This is an optimization exercise on Yosys and OpenROAD, whose aim is small area and a short achievable clock period, not a production implementation.
In this exercise RTL edits were held to simulation tests only and were not proved equivalent to the original.

<file path="design/flow/run.sh">
#!/bin/bash
# synth_recipe.tcl (not shown) runs the flow's synth.tcl, then flattens the netlist and writes it again
# the make line also repeats each setting of config.mk as NAME=value (left out here)
make -C /OpenROAD-flow-scripts/flow DESIGN_CONFIG=/design/flow/config.mk WORK_HOME=/design/flow/orfs CLKGATE_MAP_FILE= SYNTH_SCRIPT=/design/flow/synth_recipe.tcl finish
</file>
<file path="design/flow/config.mk">
export PLATFORM = sky130hd
export DESIGN_NAME = convout4
export DESIGN_NICKNAME = convout4
export VERILOG_FILES = /design/flow/design.v
export SDC_FILE = /design/flow/constraint.sdc
export NUM_CORES = 8
export LEC_CHECK = 0
export ABC_AREA = 1
export CAP_MARGIN = 20
export CORE_MARGIN = 2
export CORE_UTILIZATION = 40
export SETUP_SLACK_MARGIN = 1.5
export SLEW_MARGIN = 20
export SYNTH_MEMORY_MAX_BITS = 16384
</file>
<file path="design/flow/constraint.sdc">
create_clock -name core_clock -period 32.0 [get_ports {clk}]
set_input_delay 6.4000 -clock core_clock [delete_from_list [all_inputs] [get_ports {clk}]]
set_output_delay 6.4000 -clock core_clock [all_outputs]
set_load 0.01 [all_outputs]
</file>
<file path="design/flow/design.v">
module convout_lane_a (
    input  wire [31:0] x,          
    input  wire        f32, bf16, fp16, e4m3, e5m2,    
    input  wire        is_int,     
    input  wire [2:0]  rnd,        
    input  wire        internal,   
    input  wire [15:0] u,          
    output wire [31:0] a,          
    output reg         up,         
    output wire        s,          
    output wire        nan,        
    output wire        infbig      
);
    assign s = x[31];
    wire [7:0]  fe     = x[30:23];
    wire [22:0] fm     = x[22:0];
    wire        hid    = |fe;
    wire        fe_ff  = &fe;
    assign nan         = !internal && fe_ff && (|fm);
    wire        isinf  = !internal && fe_ff && !(|fm);
    wire [7:0]  fe1    = {fe[7:1], fe[0] | !hid};         
    reg  [31:0] por;
    integer k;
    always @(*) begin
        por[0] = 1'b0;
        for (k = 1; k < 32; k = k + 1)
            por[k] = por[k-1] | x[k-1];
    end
    wire [31:0] imag = x ^ ({32{s}} & por);
    reg  [4:0]  lz;
    always @(*) begin
        lz = 5'd0;
        for (k = 0; k < 32; k = k + 1)
            if (imag[k]) lz = 5'd31 - k[4:0];
    end
    wire izero = !(|x);
    wire [31:0] src  = internal ? imag : {hid, fm, 8'd0};
    wire [31:0] tsrc = internal ? x : {hid, fm, 8'd0};
    reg  [5:0]  tz;
    always @(*) begin
        tz = 6'd63;
        for (k = 31; k >= 0; k = k - 1)
            if (tsrc[k]) tz = k[5:0];
    end
    wire        narrow = fp16 | e4m3 | e5m2;
    wire [6:0]  cm   = f32 ? 7'd31 : bf16 ? 7'd47 : fp16 ? 7'd44 : e4m3 ? 7'd51 : 7'd52;
    wire [7:0]  cf   = fp16 ? 8'd157 : e4m3 ? 8'd172 : 8'd165;
    wire        fsub = narrow && fe1 <= (e4m3 ? 8'd120 : 8'd112);     
    wire        big  = fe1 > 8'd158;
    wire        use_fe = !internal && (is_int || fsub);
    wire        use_lz = internal && !is_int;
    wire [7:0]  tc   = use_fe ? (is_int ? 8'd182 : cf + 8'd1) :
                       use_lz ? {1'b0, cm} + 8'd1 :
                       internal ? 8'd23 : {1'b0, cm};
    wire [7:0]  tv   = use_fe ? ~fe1 : use_lz ? ~{3'd0, lz} : 8'd0;
    wire [7:0]  tsum = tc + tv;
    wire        t71  = !internal && (is_int ? fe1 < 8'd111
                                            : fsub && fe1 <= (fp16 ? 8'd86 : e4m3 ? 8'd101 : 8'd94));
    wire [6:0]  t    = t71 ? 7'd71 : tsum[6:0];
    wire [7:0]  bp   = internal ? ~{3'd0, lz} : fe;
    wire [7:0]  bq   = internal ? ((f32 | bf16) ? 8'd159 : e4m3 ? 8'd39 : 8'd47)
                                : (e4m3 ? 8'd136 : narrow ? 8'd144 : 8'd0);
    wire [7:0]  bsum = bp + bq;
    wire        bzero = internal ? izero : fsub;
    wire [7:0]  be   = bzero ? 8'd0 : bsum;
    wire [70:0] v0 = {src, 39'd0};
    wire [70:0] v1 = t[0] ? (v0 >> 1)  : v0;
    wire [70:0] v2 = t[1] ? (v1 >> 2)  : v1;
    wire [70:0] v3 = t[2] ? (v2 >> 4)  : v2;
    wire [70:0] v4 = t[3] ? (v3 >> 8)  : v3;
    wire [70:0] v5 = t[4] ? (v4 >> 16) : v4;
    wire [70:0] v6 = t[5] ? (v5 >> 32) : v5;
    wire [70:0] vs = t[6] ? (v6 >> 64) : v6;
    wire [31:0] rq  = vs[47:16];
    wire [15:0] d   = vs[15:0];
    wire half  = d[15];
    wire rest  = {1'b0, tz} + 7'd25 <= t;        
    wire [16:0] dsum = {1'b0, d} + {1'b0, u};
    always @(*) begin
        case (rnd)
            3'd0: up = half & (rest | rq[0]);
            3'd1: up = half;
            3'd3: up = (half | rest) & ~s;
            3'd4: up = (half | rest) & s;
            3'd5: up = dsum[16];
            default: up = 1'b0;
        endcase
    end
    wire [31:0] pm = f32  ? {1'b0, be, rq[22:0]} :
                     bf16 ? {17'd0, be, rq[6:0]} :
                     fp16 ? {14'd0, be, rq[9:0]} :
                     e4m3 ? {21'd0, be, rq[2:0]} :
                            {22'd0, be, rq[1:0]};
    assign a      = is_int ? rq : pm;
    assign infbig = isinf || (!internal && is_int && big);
endmodule
module convout_lane_b (
    input  wire [31:0] a,
    input  wire        up, s, nan, infbig,
    input  wire        f32, bf16, fp16, e4m3, e5m2,    
    input  wire        i32, i16, i8, u8, i4, u4,       
    input  wire        internal,
    input  wire        sat,
    input  wire        rz,         
    input  wire        rp,         
    input  wire        rm,         
    output reg  [31:0] y,          
    output reg         f_sat,
    output reg         f_nan,
    output reg         f_inf
);
    wire        is_int = i32 | i16 | i8 | u8 | i4 | u4;
    wire        inv = is_int & s;
    wire [33:0] ai  = {2'd0, a} ^ {34{inv}};
    reg  [34:0] c;
    integer k;
    always @(*) begin
        c[0] = up ^ inv;
        for (k = 0; k < 34; k = k + 1)
            c[k+1] = c[k] & ai[k];
    end
    wire [33:0] r   = ai ^ c[33:0];
    wire [31:0] ym  = r[31:0];
    wire ovf = f32  ? (&ym[30:23]) :
               bf16 ? (&ym[14:7]) :
               fp16 ? ((|ym[17:15]) | (&ym[14:10])) :
               e4m3 ? ((|ym[10:7]) | (&ym[6:0])) :
                      ((|ym[9:7]) | (&ym[6:2]));
    wire [31:0] sgnb  = f32 ? {s, 31'd0} : (bf16 | fp16) ? {16'd0, s, 15'd0} : {24'd0, s, 7'd0};
    wire [31:0] canon = f32 ? 32'h7FC0_0000 : bf16 ? 32'h7FC0 : fp16 ? 32'h7E00 : e4m3 ? 32'h7F : 32'h7E;
    wire [31:0] maxb  = f32 ? 32'h7F7F_FFFF : bf16 ? 32'h7F7F : fp16 ? 32'h7BFF : e4m3 ? 32'h7E : 32'h7B;
    wire [31:0] infb  = f32 ? 32'h7F80_0000 : bf16 ? 32'h7F80 : fp16 ? 32'h7C00 : 32'h7C;
    wire        satc  = sat || rz || (rp && s) || (rm && !s);
    wire ovi = i32 ? (r[33:31] != 3'b000 && r[33:31] != 3'b111) :
               i16 ? (r[33:15] != 19'd0 && r[33:15] != {19{1'b1}}) :
               i8  ? (r[33:7]  != 27'd0 && r[33:7]  != {27{1'b1}}) :
               u8  ? (r[33:8]  != 26'd0) :
               i4  ? (r[33:3]  != 31'd0 && r[33:3]  != {31{1'b1}}) :
                     (r[33:4]  != 30'd0);
    wire [31:0] imask = i32 ? 32'hFFFF_FFFF : i16 ? 32'hFFFF : (i8 | u8) ? 32'hFF : 32'hF;
    wire [31:0] ilo = i32 ? 32'h8000_0000 : i16 ? 32'h8000 : i8 ? 32'h80 : i4 ? 32'h8 : 32'h0;
    wire [31:0] ihi = i32 ? 32'h7FFF_FFFF : i16 ? 32'h7FFF : i8 ? 32'h7F : u8 ? 32'hFF : i4 ? 32'h7 : 32'hF;
    always @(*) begin
        y = 32'd0; f_sat = 1'b0; f_nan = 1'b0; f_inf = 1'b0;
        if (is_int) begin
            if (nan) begin
                y = 32'd0; f_sat = 1'b1;
            end else if (infbig || ((!internal || sat) && ovi)) begin
                y = s ? ilo : ihi; f_sat = 1'b1;
            end else begin
                y = r[31:0] & imask;
            end
        end else begin
            if (nan) begin
                y = canon; f_nan = 1'b1;
            end else if (infbig || ovf) begin
                if (e4m3) begin
                    if (sat) begin y = sgnb | maxb; f_sat = 1'b1; end
                    else     begin y = canon; f_sat = 1'b1; f_nan = 1'b1; end
                end else if (!infbig && satc) begin
                    y = sgnb | maxb; f_sat = 1'b1;
                end else begin
                    y = sgnb | infb; f_inf = 1'b1;
                end
            end else begin
                y = sgnb | ym;
            end
        end
    end
endmodule
module convout4 (
    input  wire         clk,
    input  wire         rst,           
    input  wire         in_valid,
    input  wire [7:0]   in_fmt,
    input  wire [2:0]   in_round,
    input  wire         in_sat,
    input  wire         in_internal,
    input  wire [127:0] in_x,          
    input  wire         seed_load,
    input  wire [31:0]  seed,
    output reg          out_valid,
    output reg  [127:0] out_y,
    output reg  [3:0]   out_sat,
    output reg  [3:0]   out_nan,
    output reg  [3:0]   out_inf,
    output reg  [31:0]  lfsr_state
);
    localparam LANES = 4;
    function [31:0] lfsr_step(input [31:0] g);
        lfsr_step = g[0] ? ((g >> 1) ^ 32'h8020_0003) : (g >> 1);
    endfunction
    reg [32*(LANES+1)-1:0] g;
    reg [31:0]             st;
    integer k, n;
    always @(*) begin
        st = lfsr_state;
        g[31:0] = st;
        for (k = 1; k <= LANES; k = k + 1) begin
            for (n = 0; n < 16; n = n + 1)
                st = lfsr_step(st);
            g[32*k +: 32] = st;
        end
    end
    wire draw = in_valid && in_round == 3'd5;
    always @(posedge clk) begin
        if (rst)
            lfsr_state <= 32'h0000_0001;
        else if (seed_load)
            lfsr_state <= seed;
        else if (draw)
            lfsr_state <= g[32*LANES +: 32];
    end
    reg          v1;
    reg  [127:0] x1;
    reg          fi1;           
    reg  [2:0]   fc1;           
    reg  [2:0]   rnd1;
    reg          sat1, int1;
    reg  [63:0]  u1;            
    always @(posedge clk) begin
        v1   <= in_valid && !rst;
        x1   <= in_x;
        fi1  <= in_fmt[4];
        fc1  <= in_fmt[2:0];
        rnd1 <= in_round;
        sat1 <= in_sat;
        int1 <= in_internal;
        u1   <= {g[128 +: 16], g[96 +: 16], g[64 +: 16], g[32 +: 16]};
    end
    wire a_f32  = !fi1 && fc1 == 3'd1;
    wire a_bf16 = !fi1 && fc1 == 3'd2;
    wire a_fp16 = !fi1 && fc1 == 3'd3;
    wire a_e4m3 = !fi1 && fc1 == 3'd4;
    wire a_e5m2 = !fi1 && fc1 == 3'd5;
    wire [127:0] a;
    wire [3:0]   up, sg, nan, ib;
    genvar l;
    generate
        for (l = 0; l < LANES; l = l + 1) begin : lane_a
            convout_lane_a u_a (
                .x (x1[32*l +: 32]),
                .f32 (a_f32), .bf16 (a_bf16), .fp16 (a_fp16), .e4m3 (a_e4m3), .e5m2 (a_e5m2),
                .is_int (fi1), .rnd (rnd1), .internal (int1), .u (u1[16*l +: 16]),
                .a (a[32*l +: 32]), .up (up[l]), .s (sg[l]), .nan (nan[l]), .infbig (ib[l])
            );
        end
    endgenerate
    reg          v2;
    reg  [127:0] a2;
    reg  [3:0]   up2, sg2, nan2, ib2;
    reg          fi2, sat2, int2, rz2, rp2, rm2;
    reg  [2:0]   fc2;
    always @(posedge clk) begin
        v2   <= v1 && !rst;
        a2   <= a;
        up2  <= up;
        sg2  <= sg;
        nan2 <= nan;
        ib2  <= ib;
        fi2  <= fi1;
        fc2  <= fc1;
        sat2 <= sat1;
        int2 <= int1;
        rz2  <= rnd1 == 3'd2;
        rp2  <= rnd1 == 3'd3;
        rm2  <= rnd1 == 3'd4;
    end
    wire f32  = !fi2 && fc2 == 3'd1;
    wire bf16 = !fi2 && fc2 == 3'd2;
    wire fp16 = !fi2 && fc2 == 3'd3;
    wire e4m3 = !fi2 && fc2 == 3'd4;
    wire e5m2 = !fi2 && fc2 == 3'd5;
    wire i32  =  fi2 && fc2 == 3'd0;
    wire i16  =  fi2 && fc2 == 3'd1;
    wire i8   =  fi2 && fc2 == 3'd2;
    wire u8   =  fi2 && fc2 == 3'd3;
    wire i4   =  fi2 && fc2 == 3'd4;
    wire u4   =  fi2 && fc2 == 3'd5;
    wire [127:0] y;
    wire [3:0]   fs, fn, fi;
    generate
        for (l = 0; l < LANES; l = l + 1) begin : lane_b
            convout_lane_b u_b (
                .a (a2[32*l +: 32]), .up (up2[l]), .s (sg2[l]), .nan (nan2[l]), .infbig (ib2[l]),
                .f32 (f32), .bf16 (bf16), .fp16 (fp16), .e4m3 (e4m3), .e5m2 (e5m2),
                .i32 (i32), .i16 (i16), .i8 (i8), .u8 (u8), .i4 (i4), .u4 (u4),
                .internal (int2), .sat (sat2), .rz (rz2), .rp (rp2), .rm (rm2),
                .y (y[32*l +: 32]), .f_sat (fs[l]), .f_nan (fn[l]), .f_inf (fi[l])
            );
        end
    endgenerate
    always @(posedge clk) begin
        if (rst)
            out_valid <= 1'b0;
        else
            out_valid <= v2;
        out_y   <= y;
        out_sat <= fs;
        out_nan <= fn;
        out_inf <= fi;
    end
endmodule
</file>
==> results of run 1 <==
[flip-flops by register name, indices dropped and copies added, names as in the netlist, 32 cells and up]
| name | count |
|---|---|
| a2 | 128 |
| out_y | 128 |
| x1 | 128 |
| u1 | 64 |
| lfsr_state | 32 |
[synth_stat cells (all sizes together) (89+ instances only)]
master  count
xor2      317
inv       947
nor3      114
nor2      769
nand3     340
clkbuf    285
nand2    1847
buf        89
dfxtp     529
o21ai    1080
a21oi     377
ha        277
[cell families (layout without fill, tap and decap cells)]
| kind of cell | count (synthesis) | after routing | share of synthesized area (%) |
|---|---|---|---|
| flops | 529 | 529 | 22.3 |
| other cells | 0 | 1 | 0 |
| fa+ha+maj | 285 | 285 | 7.65 |
| xor+xnor | 359 | 359 | 7.06 |
| buf+inv | 1340 | 1512 | 10.9 |
| simple gates | 3230 | 3230 | 28.9 |
| compound gates | 1917 | 1917 | 22.6 |
| mux | 26 | 26 | 0.549 |
[worst reg2reg max path: cells and delay by family, from the launching register on]
| family | cells | cell delay [ns] |
|---|---|---|
| compound gates | 6 | 0.85 |
| fa+ha+maj | 31 | 5.88 |
| buf+inv | 4 | 1.03 |
| flops | 1 | 0.34 |
| simple gates | 13 | 3.51 |
[cells in the final DEF, fill, tap and decap left out, drive strengths merged, types with 12 or more instances in the layout]
| cell | Yosys | routed |
|---|---|---|
| nor2 | 769 | 769 |
| or2 | 22 | 22 |
| nand3 | 340 | 340 |
| a21oi | 377 | 377 |
| dfxtp | 529 | 529 |
| o2111ai | 15 | 15 |
| buf | 89 | 93 |
| xor2 | 317 | 317 |
| clkbuf | 285 | 77 |
| o221ai | 36 | 36 |
| nor4 | 47 | 47 |
| clkinv | 19 | 32 |
| nor3 | 114 | 114 |
| o32ai | 13 | 13 |
| mux2i | 26 | 26 |
| o211ai | 74 | 74 |
| a211oi | 16 | 16 |
| a31oi | 78 | 78 |
| o21bai | 54 | 54 |
| o21ai | 1080 | 1080 |
| xnor2 | 32 | 32 |
| inv | 947 | 953 |
| nand3b | 12 | 12 |
| ha | 277 | 277 |
| o22ai | 86 | 86 |
| nand4 | 70 | 70 |
| clkdlybuf4s50 | 0 | 345 |
| o31ai | 12 | 12 |
| nand2 | 1847 | 1847 |
[final cells by class]
cell class                      instances  area (µm²)  share of cell area [%]
Antenna cell                            1        2.50                 0.00462
Clock buffer                           77        1690                    3.11
Clock inverter                         31         457                   0.842
Inverter                              966        3630                    6.70
Multi-Input combinational cell       5817       31800                    58.6
Sequential cell                       529       10600                    19.5
Tap cell                             1536        1920                    3.54
Timing Repair Buffer                  438        4170                    7.69
[routing by layer]
metal | up-vias | wire (µm)
li1 | 25600 | -
met5 | - | 55
met2 | 2013 | 92700
met3 | 461 | 13900
met1 | 24300 | 82600
met4 | 8 | 10600
[through the flow]
stage	hold slack, ns	cell area (µm²)
after CTS	0.333	54200
after global routing	0.340	54200
final	0.330	54200
after detailed placement	0.318	52000
after floorplan	0.310	47400
after global placement	0.316	52000
[how the worst max path moves through the flow]
| stage | to | cells past startpoint | startpoint |
|---|---|---|---|
| detailed placement | out_y[86] | 54 | fc2[1] |
| global placement | out_y[86] | 54 | fc2[1] |
| global route | out_y[86] | 54 | fc2[1] |
| floorplan | out_y[55] | 56 | fc2[1] |
| finish | out_y[86] | 54 | fc2[1] |
| CTS | out_y[86] | 54 | fc2[1] |
==> results.txt, run 1 <==
* Htree depth at 2
* Placed insts at 9285
* Place WS at around 20 ns
* Startpoint Class: flip-flop
* Worst slew pin tran at between 1 and 1.5 ns
* Post-synth EDFFs at 0
* Final period util at a little over a third
* Hold Path Sink: sat2
* Core ar. at approximately 120000 µm²
* Grt ovf at 0
* GR Util met3 at under 10%
* Final Skew at between 0.06 and 0.07 ns
* Clock slew at reported path FFs at approximately 0.060 ns
* Beginning of the worst hold path: sat1
* Sequential cell area fraction in the yosys report at about 22%
* # Post-CTS Setup Buffers at 0
* P&R area growth vs syn at 14.3%
* Final core utilization at a little under half
* PostCTS Resize Cnt at 0
* # fillers at 12400
* # setup viols final at 0
* Synthesized area at around 47000 µm²
* CTS buffer count at 60
* R2R Path Start: fc2[1]
* Yosys top cell area share at 22.3%
* Top FF cell, synth: dfxtp_1
* Final nets at roughly 8300
* Worst-Skew Late Latency at between 0.7 and 0.8 ns
* Non-Filler Instances at roughly 9400
* DR vias/cell at about 5.6
* GR Layer Usage met2 at 54.2%
* DRT antenna net count at 0
* First-pass GRT wire length at between 200000 and 300000 µm
* Gr usage total at 31.8%
* DIE AREA at 121000 µm²
* Final Hold Fails at 0
* Critical path buffers and inverters at 4
* Max Slew Vio Count at 0
* GR Util met1 at about 40%
* CTS root buf: clkbuf_16
* Critical path's largest stage delay at just under 0.9 ns
* Initial Util at around two fifths
* DP HPWL at between 150000 and 200000 µm
* Remaining DRCs at 0
* Delay-heaviest family, CP: adder cells
* I/O pins at 350
* Setup crit end kind: flip-flop
* Area leader, netlist: dfxtp_1
* Slowest CP cell: nor2_4
* Largest net degree at the start of global routing at between 80 and 90
* Layout cells sized above 1 at roughly 5%
* HP Class: reg -> reg
* Synth cell types at 70
* Die Span X at 348 µm
* Synth top area cells: dfxtp_1 22%, nand2_1 14%, o21ai_0 11%, inv_1 7.4%, ha_1 7.3%
* Setup TNS at 0 ns
* Synth Instances at between 7000 and 8000
* Reg2reg end: out_y[86]
* RSZ-0062 raised after global routing: no
* Max Freq at approximately 85 MHz
* Crit-path max FO at 44
* CTS Hold Bufs at 0
* Status: no timing/DRC/antenna violations
* R2R setup slack at 20.30 ns
* CP dominant cell by count: ha_1
* Flops & latches, synth at ~530
* Mapped Avg Cell Area at roughly 6.2 µm²
* Drt first pass iters at 7
* Ys async rst share at 0%
* IO buf count at 345
* Max-cap violations at 0
* Final wirelength at between 150000 and 200000 µm
* Reg2Reg Depth at 54
* CP Data Arrival Time at 12.32 ns
* Vias in the first global route at between 40000 and 50000
* Syn. warnings at 3
* Clk sinks at roughly 530
* Vias post-DR at roughly 52000
* WP data required at approximately 33 ns
* Max clock buf depth at 3
* Setup ws final at just over 20 ns
* Antenna violations before repair at 6
* Routed WL per cell at about 21 µm
* Setup Crit Path Kind: reg -> reg
* CTS tree: built
* Gr busiest metal: met2
* Worst hold path stage count at 0
* Min Clock Period, post-route at 11.70 ns
* Rel. slew slack at 20.1%
* Syn nets at 8148
* Initial drt markers at around 5100
* GP Congestion at 1.02
* Row cnt at about 130
* DIE HEIGHT at between 300 and 400 µm
==> run 2, diff against run 1 <==
--- a/design/flow/design.v
+++ b/design/flow/design.v
@@ -20,18 +20,38 @@
     wire        isinf  = !internal && fe_ff && !(|fm);
     wire [7:0]  fe1    = {fe[7:1], fe[0] | !hid};         
     reg  [31:0] por;
-    integer k;
+    integer k, l;
     always @(*) begin
-        por[0] = 1'b0;
-        for (k = 1; k < 32; k = k + 1)
-            por[k] = por[k-1] | x[k-1];
+        por = x;
+        for (l = 0; l < 5; l = l + 1)
+            for (k = 0; k < 32; k = k + 1)
+                if (k[l])
+                    por[k] = por[k] | por[((k >> (l + 1)) << (l + 1)) + (1 << l) - 1];
     end
-    wire [31:0] imag = x ^ ({32{s}} & por);
-    reg  [4:0]  lz;
+    wire [31:0] imag = x ^ ({32{s}} & {por[30:0], 1'b0});
+    wire [31:0] oc = x ^ {32{s}};
+    wire        pw = s && !(|(~x[31:1] & x[30:0]));
+    reg  [5:0]  lzo;                                             
+    reg  [15:0] z1; reg [7:0] z2; reg [3:0] z3; reg [1:0] z4;    
+    reg  [15:0] c1; reg [15:0] c2; reg [11:0] c3; reg [7:0] c4;  
     always @(*) begin
-        lz = 5'd0;
-        for (k = 0; k < 32; k = k + 1)
-            if (imag[k]) lz = 5'd31 - k[4:0];
+        for (k = 0; k < 16; k = k + 1) begin
+            z1[k] = !(oc[2*k+1] | oc[2*k]);
+            c1[k] = !oc[2*k+1];
+        end
+        for (k = 0; k < 8; k = k + 1) begin
+            z2[k] = z1[2*k+1] & z1[2*k];
+            c2[2*k +: 2] = z1[2*k+1] ? {1'b1, c1[2*k]} : {1'b0, c1[2*k+1]};
+        end
+        for (k = 0; k < 4; k = k + 1) begin
+            z3[k] = z2[2*k+1] & z2[2*k];
+            c3[3*k +: 3] = z2[2*k+1] ? {1'b1, c2[4*k +: 2]} : {1'b0, c2[4*k+2 +: 2]};
+        end
+        for (k = 0; k < 2; k = k + 1) begin
+            z4[k] = z3[2*k+1] & z3[2*k];
+            c4[4*k +: 4] = z3[2*k+1] ? {1'b1, c3[6*k +: 3]} : {1'b0, c3[6*k+3 +: 3]};
+        end
+        lzo = (z4[1] & z4[0]) ? 6'd32 : z4[1] ? {2'b01, c4[3:0]} : {2'b00, c4[7:4]};
     end
     wire izero = !(|x);
     wire [31:0] src  = internal ? imag : {hid, fm, 8'd0};
@@ -50,15 +70,15 @@
     wire        use_fe = !internal && (is_int || fsub);
     wire        use_lz = internal && !is_int;
     wire [7:0]  tc   = use_fe ? (is_int ? 8'd182 : cf + 8'd1) :
-                       use_lz ? {1'b0, cm} + 8'd1 :
+                       use_lz ? {1'b0, cm} + {7'd0, pw} + 8'd1 :
                        internal ? 8'd23 : {1'b0, cm};
-    wire [7:0]  tv   = use_fe ? ~fe1 : use_lz ? ~{3'd0, lz} : 8'd0;
+    wire [7:0]  tv   = use_fe ? ~fe1 : use_lz ? ~{2'd0, lzo} : 8'd0;
     wire [7:0]  tsum = tc + tv;
     wire        t71  = !internal && (is_int ? fe1 < 8'd111
                                             : fsub && fe1 <= (fp16 ? 8'd86 : e4m3 ? 8'd101 : 8'd94));
     wire [6:0]  t    = t71 ? 7'd71 : tsum[6:0];
-    wire [7:0]  bp   = internal ? ~{3'd0, lz} : fe;
-    wire [7:0]  bq   = internal ? ((f32 | bf16) ? 8'd159 : e4m3 ? 8'd39 : 8'd47)
+    wire [7:0]  bp   = internal ? ~{2'd0, lzo} : fe;
+    wire [7:0]  bq   = internal ? ((f32 | bf16) ? 8'd159 : e4m3 ? 8'd39 : 8'd47) + {7'd0, pw}
                                 : (e4m3 ? 8'd136 : narrow ? 8'd144 : 8'd0);
     wire [7:0]  bsum = bp + bq;
     wire        bzero = internal ? izero : fsub;
@@ -74,7 +94,7 @@
     wire [31:0] rq  = vs[47:16];
     wire [15:0] d   = vs[15:0];
     wire half  = d[15];
-    wire rest  = {1'b0, tz} + 7'd25 <= t;        
+    wire rest  = !tz[5] && {1'b0, tz} + 7'd25 <= t;    
     wire [16:0] dsum = {1'b0, d} + {1'b0, u};
     always @(*) begin
         case (rnd)
@@ -112,12 +132,16 @@
     wire        is_int = i32 | i16 | i8 | u8 | i4 | u4;
     wire        inv = is_int & s;
     wire [33:0] ai  = {2'd0, a} ^ {34{inv}};
-    reg  [34:0] c;
-    integer k;
+    reg  [33:0] pa;
+    reg  [33:0] c;
+    integer k, l;
     always @(*) begin
-        c[0] = up ^ inv;
-        for (k = 0; k < 34; k = k + 1)
-            c[k+1] = c[k] & ai[k];
+        pa = ai;
+        for (l = 0; l < 6; l = l + 1)
+            for (k = 0; k < 34; k = k + 1)
+                if (k[l])
+                    pa[k] = pa[k] & pa[((k >> (l + 1)) << (l + 1)) + (1 << l) - 1];
+        c = {pa[32:0], 1'b1} & {34{up ^ inv}};
     end
     wire [33:0] r   = ai ^ c[33:0];
     wire [31:0] ym  = r[31:0];
==> design/flow/flow/run.sh (new file) <==
#!/bin/bash
set -euo pipefail
bash standard.sh SETUP_SLACK_MARGIN=24 finish > make_finish.log 2>&1
==> design/flow/standard.sh (new file) <==
#!/bin/bash
# synth_recipe.tcl (not shown) runs the flow's synth.tcl, then flattens the netlist and writes it again
# the make line also repeats each setting of config.mk as NAME=value (left out here)
make -C /OpenROAD-flow-scripts/flow DESIGN_CONFIG=/design/flow/config.mk WORK_HOME=/design/flow/orfs CLKGATE_MAP_FILE= SYNTH_SCRIPT=/design/flow/synth_recipe.tcl "${@:-finish}"
removed: design/flow/run.sh
==> results.txt, run 2 <==
* Placed insts at a little over 10000
* Mapped Avg Cell Area at about 5.9 µm²
* Largest net degree at the start of global routing at ~130
* Commonest non-fill, non-tap cell in the layout: nand2_1
* WP data required at approximately 33 ns
* Setup Crit Path Kind: reg -> reg
* Htree depth at 2
* Core ar. at around 130000 µm²
* Ys async rst share at 0%
* Final Hold Fails at 0
* Final nets at between 9000 and 10000
* Max Freq at around 110 MHz
* Critical path's largest stage delay at about 0.42 ns
* Regs by FF count: a2: 128 flops, out_y: 128 flops, x1: 128 flops
* Non-Filler Instances at 10500
* First-pass GRT wire length at 333000 µm
* IO buf count at around 350
* Status: no timing/DRC/antenna violations
* Initial drt markers at between 6000 and 7000
* GP Congestion at between 0.9 and 1
* Routed WL per cell at roughly 21 µm
* Flops & latches, synth at 529
* Final wirelength at 225000 µm
* Area leader, netlist: dfxtp_1
* Grt ovf at 0
* Drt first pass iters at 7
* Slowest CP cell: xor3_2
* Sequential cell area fraction in the yosys report at 21.1%
* DR vias/cell at roughly 5.6
* Min Clock Period, post-route at ~9.5 ns
* Syn nets at 8922
* Layout cells sized above 1 at under 10%
* Startpoint Class: flip-flop
* Clock slew at reported path FFs at 0.06 ns
* Remaining DRCs at 0
* CTS buffer count at 59
* CTS tree: built
* Syn. warnings at 3
* HP Class: reg -> reg
* DIE HEIGHT at approximately 360 µm
* Crit-path max FO at 6
* Vias in the first global route at ~54000
* Post-synth EDFFs at 0
* Row cnt at 130
* DP HPWL at 178000 µm
* # setup viols final at 0
* Top FF cell, synth: dfxtp_1
* CP Data Arrival Time at approximately 10 ns
* Synth top area cells: dfxtp_1 21%, nand2_1 16%, o21ai_0 12%, inv_1 8.4%, nor2_1 6.1%
* CTS root buf: clkbuf_16
* Initial Util at between 40% and 50%
* DRT antenna net count at 0
* Final Skew at 0.0428 ns
* Max Slew Vio Count at 0
* CTS Hold Bufs at 0
* Top cells by count, synth: 2129 x nand2_1, 1163 x o21ai_0, 1121 x inv_1
* Setup crit end kind: flip-flop
* Clk sinks at roughly 530
* Die Span X at between 300 and 400 µm
* Final period util at ~30%
* DIE AREA at between 100000 and 150000 µm²
* Yosys top cell area share at around a fifth
* Gr usage total at about a third
* Worst-Skew Late Latency at 0.73 ns
* I/O pins at 350
* Vias post-DR at between 50000 and 60000
* Synth cell types at 70
* Synth Instances at between 8000 and 9000
* Most frequent cells in the layout: 2069 x nand2_1, 1130 x o21ai_0, 1098 x inv_1
* Antenna violations before repair at 14
* RSZ-0062 raised after global routing: yes
* Synthesized area at about 50000 µm²
* Setup TNS at 0 ns
* Max-cap violations at 0
* Dominant cell by count in the synthesized netlist: nand2_1
* CP dominant cell by count: nand2_4
* P&R area growth vs syn at 21.2%
* Max clock buf depth at 3
* Worst slew pin tran at between 1 and 1.5 ns
* Rel. slew slack at a little under a fifth
## run 2: cell types whose count changed after synthesis, sizes merged, moves of 18 or more
cell,before,now
a31oi,78,98
clkbuf,285,320
ha,277,188
inv,947,1137
mux2i,26,50
nand2,1847,2215
nand3,340,462
nor2,769,820
o2111ai,15,50
o21ai,1080,1167
o22ai,86,124
o31ai,12,30
xor2,317,227
## run 2: path summary, 6_finish.rpt
kind | startpoint | endpoint | slack, ns | cells past startpoint
worst max-delay path | lfsr_state[0] | lfsr_state[21] | 22.55 | 87
worst max register to register | lfsr_state[0] | lfsr_state[21] | 22.55 | 87
worst min register to register | sat1 | sat2 | 0.33 | 0
worst min-delay path | sat1 | sat2 | 0.33 | 0
## run 2: cell families after synthesis
family	synth area share, %
simple gates	31.9
compound gates	23.9
buf+inv	12.0
flops	21.1
xor+xnor	5.12
fa+ha+maj	5.00
mux	0.996
## run 2: timing repair
action / in CTS / in global routing
resized for setup: 340 / 329
endpoints found under the setup margin: 233 / 227
pin swaps: 104 / 141
gates cloned: 2 / 8
buffers inserted: 91 / 47
## run 2: worst max-delay path: cells and delay by family (launching register included)
| kind | cells | cell delay [ns] |
|---|---|---|
| AND/OR/NAND/NOR | 79 | 7.71 |
| AO/OA/AOI/OAI | 1 | 0.14 |
| flip-flops | 1 | 0.39 |
| XOR/XNOR | 2 | 0.63 |
| buffers and inverters | 5 | 0.48 |
## run 2: area by class of cell
class,count,area [µm²]
fillers,13100,64200
multi-input cells,6448,36100
flip-flops and latches,529,10700
repair buffers,573,5350
inverters,1163,4480
well taps,1650,2060
clock buffers,77,1650
clock inverters,34,526
repair inverters,7,45.0
diodes,7,17.5
## run 2: stage by stage
step                      area [µm²]  utilization [%]  setup WS [ns]  hold WS, ns
after floorplan                50500                -          23.86        0.310
after global placement         55200             44.1          22.04        0.318
after detailed placement       55200             44.1          21.93        0.314
after CTS                      59100             47.2          22.98        0.329
after global routing           60900             48.7          22.05        0.341
final                          60900             48.7          22.55        0.327
## run 2: layer usage
layer | wire length [µm] | part of all wire [%] | global-route usage (%) | vias up
met4 | 9820 | 4.4 | 12.6 | 6
met3 | 17700 | 7.9 | 4.64 | 454
met1 | 96900 | 43 | 45.0 | 27300
li1 | - | - | - | 28700
met5 | 46 | 0.020 | 0 | -
met2 | 100000 | 45 | 54.4 | 2558
==> run 3, diff against run 2 <==
==> design/flow/run.sh (new file) <==
#!/bin/bash
# synth_recipe.tcl (not shown) runs the flow's synth.tcl, then flattens the netlist and writes it again
# the make line also repeats each setting of config.mk as NAME=value (left out here)
make -C /OpenROAD-flow-scripts/flow DESIGN_CONFIG=/design/flow/config.mk WORK_HOME=/design/flow/orfs CLKGATE_MAP_FILE= SYNTH_SCRIPT=/design/flow/synth_recipe.tcl finish
removed: design/flow/flow/run.sh
removed: design/flow/standard.sh
==> results.txt, run 3 <==
* Status: no timing/DRC/antenna violations
* # Post-CTS Setup Buffers at 0
* Post-synth EDFFs at 0
* Startpoint Class: flip-flop
* Crit-path max FO at 8
* Setup Crit Path Kind: reg -> reg
* PostCTS Resize Cnt at 0
* Mapped Avg Cell Area at 5.88 µm²
* Grt ovf at 0
* Yosys top cell area share at a little over a fifth
* Worst-Skew Late Latency at between 0.7 and 0.8 ns
* Top cells by count, synth: 2129 x nand2_1, 1163 x o21ai_0, 1121 x inv_1
* Final core utilization at 45.6%
* WHS at 0.326 ns
* IO buf count at between 300 and 400
* Rel. slew slack at roughly a fifth
* Routed WL per cell at 20.8 µm
* Final Skew at between 0.05 and 0.06 ns
* GP Congestion at around 1.0
* P&R area growth vs syn at 13.5%
* DR vias/cell at roughly 5.6
* I/O pins at 350
* Core ar. at about 130000 µm²
* Initial drt markers at 6774
* Critical path's largest stage delay at approximately 0.62 ns
* Vias in the first global route at between 50000 and 60000
* Setup TNS at 0 ns
* Most frequent cells in the layout: 2129 x nand2_1, 1163 x o21ai_0, 1120 x inv_1
* Commonest non-fill, non-tap cell in the layout: nand2_1
* RSZ-0062 raised after global routing: no
* WP data required at approximately 33 ns
* Layout cells sized above 1 at 4.58%
* First-pass GRT wire length at about 320000 µm
* Final Hold Fails at 0
* Synth top area cells: dfxtp_1 21%, nand2_1 16%, o21ai_0 12%, inv_1 8.4%, nor2_1 6.1%
* Setup crit end kind: flip-flop
* Regs by FF count: a2: 128 flops, out_y: 128 flops, x1: 128 flops
* Synth Instances at between 8000 and 9000
* Final nets at ~9000
* Ys async rst share at 0%
* CTS root buf: clkbuf_16
* Slowest CP cell: dfxtp_1
* Worst slew pin tran at about 1.2 ns
* Beginning of the worst hold path: sat1
* Clock slew at reported path FFs at 0.06 ns
* Max-cap violations at 0
* Area leader, netlist: dfxtp_1
* CTS buffer count at approximately 60
* Row cnt at between 100 and 150
* HP Class: reg -> reg
* Syn nets at 8922
* Max Slew Vio Count at 0
* Initial Util at 40.2%
* CTS tree: built
* DP HPWL at approximately 170000 µm
* Final wirelength at around 220000 µm
* Gr usage total at 32.4%
* Clk sinks at approximately 530
* Dominant cell by count in the synthesized netlist: nand2_1
* Min Clock Period, post-route at 10.49 ns
* Top FF cell, synth: dfxtp_1
* Largest net degree at the start of global routing at 161
* CTS Hold Bufs at 0
* DIE AREA at ~130000 µm²
* Vias post-DR at 58000
* CP Data Arrival Time at around 11 ns
* Synth cell types at 70
* Flops & latches, synth at approximately 530
* Die Span X at ~360 µm
* Worst Setup SP: lfsr_state[0]
* Max clock buf depth at 3
* Antenna violations before repair at 3
* DRT antenna net count at 0
* CP dominant cell by count: nand2_2
* Max Freq at about 95 MHz
* R2R Path Start: lfsr_state[0]
* Sequential cell area fraction in the yosys report at 21.1%
* Final period util at between 30% and 40%
* Htree depth at 2
* # setup viols final at 0
* DIE HEIGHT at roughly 360 µm
* Synthesized area at 50300 µm²
* Remaining DRCs at 0
* Drt first pass iters at 8
* Syn. warnings at 3
run 3: cell counts after synthesis:
No cell type changed its count.
run 3: layout make-up:
type	count	area (µm²)
fillers	13400	68100
flip-flops and latches	529	10600
well taps	1650	2060
inverters	1163	4380
repair buffers	422	4050
clock buffers	75	1640
clock inverters	37	572
multi-input cells	6447	33700
diodes	3	7.51
run 3: final timing paths:
path         slack [ns]       endpoint  cells past startpoint
max reg2reg       21.51  lfsr_state[1]                     88
min                0.33           sat2                      0
min reg2reg        0.33           sat2                      0
max               21.51  lfsr_state[1]                     88
run 3: cells by family (layout without fill, tap and decap cells):
kind of cell / Yosys count / count (layout) / share of synthesized area [%]
AND/OR/NAND/NOR: 3809 / 3809 / 31.9
other: 0 / 3 / 0
adder cells (fa/ha/maj): 196 / 196 / 5.00
multiplexers: 50 / 50 / 0.996
AO/OA/AOI/OAI: 2113 / 2113 / 23.9
flip-flops: 529 / 529 / 21.1
buffers and inverters: 1573 / 1697 / 12.0
XOR/XNOR: 279 / 279 / 5.12
run 3: stage by stage:
| stage | setup WS, ns | area, µm² | cells |
|---|---|---|---|
| global placement | 21.97 | 54800 | 10200 |
| finish | 21.51 | 57000 | 10300 |
| detailed placement | 21.72 | 54800 | 10200 |
| floorplan | 23.81 | 50300 | 8549 |
| global route | 20.65 | 57000 | 10300 |
| CTS | 21.64 | 57000 | 10300 |
run 3: worst max-delay path, delay by kind of cell (launching register included):
kind                   cells  cell delay, ns
AND/OR/NAND/NOR           79            8.39
flip-flops                 1            0.62
XOR/XNOR                   2            0.62
buffers and inverters      6            0.57
AO/OA/AOI/OAI              1            0.07
run 3: metal layers:
layer	up-vias	share of wire (%)	GRT usage (%)
met3	408	8.2	4.28
met2	2564	43	50.6
met5	-	0.0065	0
met4	2	4.5	13.4
li1	28400	-	-
met1	26600	44	44.7
==> run 4, diff against run 3 <==
--- a/design/flow/config.mk
+++ b/design/flow/config.mk
@@ -5,7 +5,6 @@
 export SDC_FILE = /design/flow/constraint.sdc
 export NUM_CORES = 8
 export LEC_CHECK = 0
-export ABC_AREA = 1
 export CAP_MARGIN = 20
 export CORE_MARGIN = 2
 export CORE_UTILIZATION = 40
==> results.txt, run 4 <==
* Post-synth EDFFs at 0
* DIE AREA at about 130000 µm²
* P&R area growth vs syn at 12.0%
* WP data required at around 33 ns
* GP Congestion at 0.989
* Core ar. at roughly 130000 µm²
* CTS root buf: clkbuf_16
* Htree depth at 2
* Syn. warnings at 3
* Yosys top cell area share at between 20% and 30%
* RSZ-0062 raised after global routing: no
* CP Data Arrival Time at 10.44 ns
* Crit-path max FO at 33
* DR WL met2 at ~95000 µm
* WHS at approximately 0.34 ns
* HP Class: reg -> reg
* Remaining DRCs at 0
* Setup TNS at 0 ns
* Rel. slew slack at between 20% and 30%
* Setup crit end kind: flip-flop
* Met1 wire length at a little under 100000 µm
* Ys async rst share at 0%
* # Post-CTS Setup Buffers at 0
* Final nets at about 7500
* Worst-Skew Late Latency at ~0.70 ns
* Final Hold Fails at 0
* Initial Util at around 40%
* Min Clock Period, post-route at a little under 10 ns
* Regs by FF count: a2: 128 flops, out_y: 128 flops, x1: 128 flops
* Largest net degree at the start of global routing at 96
* Most frequent cells in the layout: 742 x nor2_1, 645 x nand2_1, 645 x a21oi_1
* Slowest CP cell: nor2_1
* Grt ovf at 0
* Critical path buffers and inverters at 4
* Top cells by count, synth: 745 x nor2_1, 646 x a21oi_1, 646 x nand2_1
* Synth Instances at approximately 7300
* DR vias/cell at 6.26
* Place WS at roughly 22 ns
* PostCTS Resize Cnt at 0
* Row cnt at ~130
* Initial drt markers at 7937
* Startpoint Class: flip-flop
* Synth top area cells: dfxtp_1 20%, xnor2_1 6.3%, a21oi_1 6.2%, mux2i_1 6.0%, nor2_1 5.3%
* Max-cap violations at 0
* First-pass GRT wire length at approximately 330000 µm
* Critical path's largest stage delay at around 1.0 ns
* CTS tree: built
* Mapped Avg Cell Area at slightly above 7 µm²
* Vias in the first global route at just over 50000
* Final wirelength at ~220000 µm
* Drt first pass iters at 9
* Die Span X at between 300 and 400 µm
* Max Slew Vio Count at 0
* DRT antenna net count at 0
* Delay-heaviest family, CP: simple AND/OR/NAND/NOR gates
* Vias post-DR at approximately 56000
* Sequential cell area fraction in the yosys report at between 20% and 30%
* CTS buffer count at 60
* Gr usage total at a little under a third
* CTS Hold Bufs at 0
* Clock slew at reported path FFs at 0.06 ns
* Metal3 WL at 19400 µm
* Worst slew pin tran at 1.16 ns
* Max Freq at just over 100 MHz
* Max clock buf depth at 3
* Max Used Layer: met5
* # setup viols final at 0
* Antenna violations before repair at 12
* I/O pins at between 300 and 400
* Placement-stage cell area at 56800 µm²
* Commonest non-fill, non-tap cell in the layout: nor2_1
* Status: no timing/DRC/antenna violations
* Clk sinks at roughly 530
* Area of the multi-input gates at ~39000 µm²
* IO buf count at about 350
* Final period util at 31.0%
* # fillers at roughly 13000
* Top FF cell, synth: dfxtp_1
* Flops & latches, synth at approximately 530
* Dominant cell by count in the synthesized netlist: nor2_1
* Fin area at 58800 µm²
* Layout cells sized above 1 at 6.28%
* Setup Crit Path Kind: reg -> reg
* Sequential cell area at roughly 11000 µm²
* Synth cell types at 97
* Setup ws final at about 22 ns
* DIE HEIGHT at around 370 µm
* Synthesized area at between 50000 and 60000 µm²
* DP HPWL at 171000 µm
* Final Skew at between 0.04 and 0.05 ns
* Area leader, netlist: dfxtp_1
* Routed WL per cell at between 20 and 25 µm
* Syn nets at 7627
==> run 4: cell types whose count changed after synthesis, sizes merged, moves of 76 or more <==
cell | before | now
a21o | 3 | 105
a21oi | 366 | 646
clkbuf | 320 | 488
inv | 1137 | 215
mux2 | 0 | 76
mux2i | 50 | 315
nand2 | 2215 | 646
nand3 | 462 | 162
o21ai | 1167 | 547
xnor2 | 46 | 395
==> run 4: final timing paths <==
path | start | to | slack, ns | depth (start not counted)
setup / recovery | fc1[2] | up2[1] | 22.07 | 28
hold / removal | sat1 | sat2 | 0.34 | 0
setup reg to reg | fc1[2] | up2[1] | 22.07 | 28
hold reg to reg | sat1 | sat2 | 0.34 | 0
==> run 4: cell families after synthesis <==
group | synth area share [%]
compound gates | 28.5
simple gates | 20.4
buf+inv | 6.32
xor+xnor | 11.1
flops | 20.2
mux | 8.66
fa+ha+maj | 4.80
==> run 4: cell type report <==
cell class / count / area share (%)
diodes: 3 / 0.0128
flip-flops and latches: 529 / 18.0
well taps: 1742 / 3.70
repair buffers: 469 / 7.44
clock inverters: 29 / 0.706
multi-input cells: 5879 / 65.8
clock buffers: 79 / 2.79
inverters: 232 / 1.48
==> run 4: per-layer routing <==
| metal | vias to the layer above | global-route usage, % |
|---|---|---|
| li1 | 26200 | - |
| met4 | 6 | 9.58 |
| met5 | - | 0 |
| met3 | 367 | 4.28 |
| met1 | 26600 | 44.9 |
| met2 | 2946 | 47.9 |
==> run 4: worst reg2reg max path: cells and delay by family, from the launching register on <==
kind | cells | cell delay (ns)
and+or+nand+nor | 8 | 3.53
adders and majority gates | 4 | 1.65
muxes | 1 | 0.20
AOI/OAI and AO/OA | 11 | 2.80
buffers and inverters | 4 | 1.25
DFF | 1 | 0.32
==> run 4: through the flow <==
stage                     util (%)  std cells
after floorplan                  -       7254
after global placement        43.7       8851
after detailed placement      43.7       8851
after CTS                     45.3       8959
after global routing          45.3       8960
final                         45.3       8962
==> run 5, diff against run 4 <==
==> design/flow/flow/run.sh (new file) <==
#!/bin/bash
set -euo pipefail
bash standard.sh SETUP_SLACK_MARGIN=24 TNS_END_PERCENT=5 finish > make_finish.log 2>&1
==> design/flow/standard.sh (new file) <==
#!/bin/bash
# synth_recipe.tcl (not shown) runs the flow's synth.tcl, then flattens the netlist and writes it again
# the make line also repeats each setting of config.mk as NAME=value (left out here)
make -C /OpenROAD-flow-scripts/flow DESIGN_CONFIG=/design/flow/config.mk WORK_HOME=/design/flow/orfs CLKGATE_MAP_FILE= SYNTH_SCRIPT=/design/flow/synth_recipe.tcl "${@:-finish}"
--- a/design/flow/config.mk
+++ b/design/flow/config.mk
@@ -5,6 +5,7 @@
 export SDC_FILE = /design/flow/constraint.sdc
 export NUM_CORES = 8
 export LEC_CHECK = 0
+export ABC_AREA = 1
 export CAP_MARGIN = 20
 export CORE_MARGIN = 2
 export CORE_UTILIZATION = 40
removed: design/flow/run.sh
==> results.txt, run 5 <==
* Status: no timing/DRC/antenna violations
* Final Hold Fails at 0
* Remaining DRCs at 0
* Top cells by count, synth: 2129 x nand2_1, 1163 x o21ai_0, 1121 x inv_1
* # setup viols final at 0
* Setup TNS at 0 ns
* Regs by FF count: a2: 128 flops, out_y: 128 flops, x1: 128 flops
* DRT antenna net count at 0
* First-pass GRT wire length at roughly 330000 µm
* Crit-path max FO at 6
* Final period util at between 20 and 30%
* Setup crit end kind: flip-flop
* Yosys top cell area share at 21.1%
* Critical path's largest stage delay at about 0.50 ns
* Antenna violations before repair at 14
* Top FF cell, synth: dfxtp_1
* Slowest CP cell: xnor3_2
* Drt first pass iters at 7
* DR WL met2 at 97500 µm
* Max Freq at around 110 MHz
* IO buf count at approximately 350
* GP Congestion at roughly 1.0
* Final nets at between 9000 and 10000
* DIE HEIGHT at 358 µm
* Syn nets at ~8900
* Setup Crit Path Kind: reg -> reg
* RSZ-0062 raised after global routing: yes
* Gr usage total at approximately a third
* Synthesized area at 50300 µm²
* Htree depth at 3
* Synth Instances at approximately 8500
* Final Skew at approximately 0.06 ns
* Vias post-DR at about 59000
* Final wirelength at approximately 220000 µm
* Min Clock Period, post-route at about 9.3 ns
* Flops & latches, synth at between 500 and 600
* I/O pins at between 300 and 400
* Most frequent cells in the layout: 2086 x nand2_1, 1158 x o21ai_0, 1110 x inv_1
* CTS root buf: clkbuf_16
* CP Data Arrival Time at 9.86 ns
* Rel. slew slack at between 20% and 30%
* Dominant cell by count in the synthesized netlist: nand2_1
* Clk sinks at ~530
* Final core utilization at 47.4%
* Synth top area cells: dfxtp_1 21%, nand2_1 16%, o21ai_0 12%, inv_1 8.4%, nor2_1 6.1%
* HP Class: reg -> reg
* Startpoint Class: flip-flop
* Max clock buf depth at 3
* Area leader, netlist: dfxtp_1
* Initial drt markers at roughly 6200
* Commonest non-fill, non-tap cell in the layout: nand2_1
* Max-cap violations at 0
* Placed insts at a little over 10000
* Worst-Skew Late Latency at between 0.7 and 0.8 ns
* Fin area at between 50000 and 60000 µm²
* Die Span X at between 300 and 400 µm
* CTS buffer count at between 60 and 70
* Met1 wire length at ~98000 µm
* # fillers at ~13000
* P&R area growth vs syn at 18.0%
* DR vias/cell at approximately 5.6
* Core ar. at approximately 130000 µm²
* Max Slew Vio Count at 0
* Ys async rst share at 0%
* Metal3 WL at approximately 18000 µm
* Mapped Avg Cell Area at ~5.9 µm²
* Post-synth EDFFs at 0
* CP dominant cell by count: nand2_4
* Grt ovf at 0
* Vias in the first global route at ~53000
* WP data required at 32.61 ns
* Syn. warnings at 3
* Worst slew pin tran at 1.12 ns
* Clock slew at reported path FFs at ~0.07 ns
* CTS tree: built
* Sequential cell area fraction in the yosys report at roughly a fifth
* DIE AREA at approximately 130000 µm²
* Non-Filler Instances at approximately 10000
* CTS Hold Bufs at 0
* Layout cells sized above 1 at about 7.4%
* Synth cell types at 70
* Initial Util at about 40%
* Largest net degree at the start of global routing at about 150
* Row cnt at 130
* Placement-stage cell area at ~55000 µm²
* DP HPWL at about 180000 µm
* Routed WL per cell at around 21 µm
* Max Used Layer: met5
run 5: kinds of logic after synthesis:
| logic type | synth area share (%) |
|---|---|
| muxes | 0.996 |
| DFF | 21.1 |
| adders and majority gates | 5.00 |
| xor gates and xnor gates | 5.12 |
| AOI/OAI and AO/OA | 23.9 |
| and+or+nand+nor | 31.9 |
| buffers and inverters | 12.0 |
run 5: layer usage:
layer	global-route usage (%)	vias to the layer above
li1	-	28600
met1	46.3	27200
met2	53.3	2591
met3	4.58	426
met4	11.8	12
met5	0	-
run 5: final cells by class:
cell class              instances  area (µm²)  share of cell area (%)
multi-input cells            6449       35100                    59.2
well taps                    1650        2060                    3.48
repair buffers                514        4810                    8.11
clock buffers                  78        1740                    2.93
inverters                    1163        4400                    7.42
diodes                          5        12.5                  0.0211
flip-flops and latches        529       10600                    17.9
clock inverters                43         577                   0.973
run 5: through the flow:
step | hold WS [ns] | setup slack (ns)
floorplan | 0.310 | 23.81
global placement | 0.316 | 21.78
detailed placement | 0.315 | 21.68
CTS | 0.335 | 22.98
global route | 0.343 | 22.12
finish | 0.335 | 22.75
run 5: path summary, 6_finish.rpt:
check / start / end / slack [ns] / cells past startpoint
hold / removal: sat1 / sat2 / 0.34 / 0
setup / recovery: lfsr_state[3] / lfsr_state[21] / 22.75 / 81
setup reg to reg: lfsr_state[3] / lfsr_state[21] / 22.75 / 81
hold reg to reg: sat1 / sat2 / 0.34 / 0
run 5: timing repair:
action / 4_1_cts / 5_1_grt
setup endpoints to repair: 242 / 265
pin swaps: 103 / 53
cloned: 0 / 3
buffers inserted: 57 / 29
resized for setup: 230 / 62
run 5: critical path, delay by kind of cell, from the launching register on:
kind,cells,cell delay [ns]
AOI/OAI and AO/OA,1,0.15
xor gates and xnor gates,3,1.01
buffers and inverters,4,0.31
DFF,1,0.41
and+or+nand+nor,73,7.25

-- static timing again, ports no longer ideal --
Ports are ideal in the flow. The routed layouts listed here were re-timed in OpenROAD.
Step 1 sets driving cells, clkbuf_16 on the clock port and buf_2 on the other inputs (assumed; they add their load-dependent delay and slew).
Step 2 moves the port delays by t, midway between the first and last clock arrival at a register: inputs arrive t later, outputs are due t later. That takes back most of the time a late clock gives input paths.
a / b / c = ideal / step 1 / step 2; a / b = the first two.
| run | shift t [ns] | setup slack, ns | worst setup path after step 2 | latest minus earliest clock arrival (ns) |
|---|---|---|---|---|
| run 1 | 0.776 | 20.300 / 20.300 / 20.300 | register to register | 0.070 / 0.069 |
| run 2 | 0.782 | 22.545 / 22.545 / 22.545 | register to register | 0.046 / 0.045 |
| run 3 | 0.780 | 21.512 / 21.512 / 21.512 | register to register | 0.058 / 0.059 |
| run 4 | 0.764 | 22.068 / 22.068 / 22.068 | register to register | 0.041 / 0.041 |
| run 5 | 0.761 | 22.748 / 22.748 / 22.748 | register to register | 0.059 / 0.060 |
After both steps setup and hold are still met in every run listed.
